Source: an optimization exercise on an open RTL-to-GDS flow (aim: small area, a short achievable clock period and few clock cycles per item). Production flows keep margins and buffers that such runs may drop.
Only simulation tests tie the RTL to the original design; equivalence was not proved.

==> flow/design.v (excerpt) <==
module aes256_enc (
    input  wire         clk,
    input  wire         rst,
    input  wire         in_valid,
    output wire         in_ready,
    input  wire [255:0] in_key,
    input  wire [127:0] in_block,
    output wire         out_valid,
    output wire [127:0] out_block
);
  localparam HW = 12;         
  localparam KW = 9;          
  reg [127:0]     a_state, c_state;
  reg [255:0]     a_key,   c_key;
  reg             a_valid, c_valid;
  reg  [2:0]      a_pass,  c_pass;
  reg             a_last,  c_last;
  reg [16*HW-1:0] b_h,     d_h;
  reg [4*KW-1:0]  b_kh,    d_kh;
  reg [255:0]     b_key,   d_key;
  reg             b_valid, d_valid;
  reg  [2:0]      b_pass,  d_pass;
  reg             b_last,  d_last;
  reg [127:0]     out_q;
  reg             out_valid_q;
  reg             in_ready_q;    
  reg             load_q;        
  reg             load_nq;       
  wire [16*HW-1:0] ah, ch;
  wire [4*KW-1:0]  akh, ckh;
  genvar i;
  generate
    for (i = 0; i < 16; i = i + 1) begin : g_s1
      aes_sbox_p1d u_a (.u(a_state[127-8*i -: 8]), .h(ah[16*HW-1-HW*i -: HW]));
      aes_sbox_p1d u_c (.u(c_state[127-8*i -: 8]), .h(ch[16*HW-1-HW*i -: HW]));
    end
    for (i = 0; i < 4; i = i + 1) begin : g_k1
      aes_sbox_p1k u_a (.u(a_key[31-8*i -: 8]), .h(akh[4*KW-1-KW*i -: KW]));
      aes_sbox_p1k u_c (.u(c_key[31-8*i -: 8]), .h(ckh[4*KW-1-KW*i -: KW]));
    end
  endgenerate
  wire [7:0]   bsb [0:15];
  ...
export LEC_CHECK = 0
export CAP_MARGIN = 20
export CELL_PAD_IN_SITES_DETAIL_PLACEMENT = 1
export CELL_PAD_IN_SITES_GLOBAL_PLACEMENT = 1
export CORE_MARGIN = 2
export CORE_UTILIZATION = 45
export CTS_BUF_LIST = sky130_fd_sc_hd__clkbuf_16
export CTS_CLUSTER_DIAMETER = 120
export CTS_CLUSTER_SIZE = 24
export PLACE_DENSITY = 0.55
export SETUP_SLACK_MARGIN = 5
export SLEW_MARGIN = 20
export SYNTH_HIERARCHICAL = 1
export SYNTH_MINIMUM_KEEP_SIZE = 0
create_clock -name core_clock -period 9.0 [get_ports {clk}]
standard.sh (not shown) runs the stock make flow with config.mk's settings and CLKGATE_MAP_FILE= SYNTH_SCRIPT=/design/flow/synth_recipe.tcl, a recipe that flattens the netlist after the stock synthesis.
==> flow/flow/run.sh <==
#!/bin/bash
set -euo pipefail
args=""
while IFS= read -r line; do
  [[ -z "$line" || "$line" == \#* ]] && continue
  args="$args '$line'"
done < flow/extra.txt
grep -q 'SETUP_SLACK_MARGIN=' standard.sh || true
sed "s/SETUP_SLACK_MARGIN=[-0-9.]* //; s|\"\${@:-finish}\"|$args \"\${@:-finish}\"|" standard.sh > standard_extra.sh
bash standard_extra.sh > flow.log 2>&1
==> flow/flow/extra.txt <==
SETUP_SLACK_MARGIN=5.6
BUFFER_PORTS_ARGS=-buffer_cell sky130_fd_sc_hd__buf_1
The starting point passed the timing, DRC and antenna checks.
Testbench counts at the start, summed over its fixed seeds: cycles 7,208, blocks 1,024.
==> next run, changes <==
==> flow/flow/extra.txt (replaced) <==
SETUP_SLACK_MARGIN=5.9
BUFFER_PORTS_ARGS=-buffer_cell sky130_fd_sc_hd__buf_1
GPL_ROUTABILITY_DRIVEN = 0   (was default)
=> Synthesized cell count is unchanged. Final cell count increases by 2.3%. Sequential share of layout area shrinks by 2.8 points. Count of clock-buffer cells in the layout shrinks by 1. Worst setup slack gains 0.21 ns. Global-route usage goes up by 0.57 points. Clock skew goes down by 0.0092 ns.
==> next run, changes <==
==> flow/flow/extra.txt (replaced) <==
SETUP_SLACK_MARGIN=5.75
BUFFER_PORTS_ARGS=-buffer_cell sky130_fd_sc_hd__buf_1
CELL_PAD_IN_SITES_DETAIL_PLACEMENT = 0   (was 1)
CELL_PAD_IN_SITES_GLOBAL_PLACEMENT = 0   (was 1)
What happened: Critical path depth does not change. Synthesized cell count is unchanged. Worst hold slack improved by 0.011 ns. Count of clock-buffer cells in the layout climbs by 2. Final area drops by about 8%. Via count drops by 1.9%. Cell count drops by about 2%. Core utilization drops by 4.5 points. Global-route usage drops by 2.5 points. Register-to-register slack got worse by 0.17 ns.

afterwards: timing with drivers on the ports:
The results above use ideal ports. As a check the final layouts listed here were re-extracted and re-timed, cells and wires unchanged.
Step 1 (the two cells are an assumption about what drives the block):
set clk [get_ports {clk}]
set_driving_cell -lib_cell sky130_fd_sc_hd__clkbuf_16 $clk
set_driving_cell -lib_cell sky130_fd_sc_hd__buf_2 [delete_from_list [all_inputs] $clk]
Step 2 adds t to the input delays and takes it off the output delays; t is the mean of the earliest and latest rising clock arrival at the registers after step 1. Input paths then give back, and output paths get back, about the clock's delay inside the block.
a / b / c = ideal ports / drivers / drivers and shift; a / b = the first two.
| run | t, ns | slack for setup (ns) | hold WS [ns] | worst setup path at the end |
|---|---|---|---|---|
| the first run | 0.879 | 5.554 / 5.554 / 5.531 | 0.318 / 0.318 / 0.318 | input to register |
| the second run | 0.871 | 5.759 / 5.731 / 5.505 | 0.310 / 0.310 / 0.310 | input to register |
| the third run | 0.855 | 5.585 / 5.585 / 5.585 | 0.321 / 0.321 / 0.321 | register to register |
After both steps setup and hold are still met in every run listed. The setup slack of the second run, which loses most, moves by -0.028 ns with the drivers and by -0.254 ns with both steps.
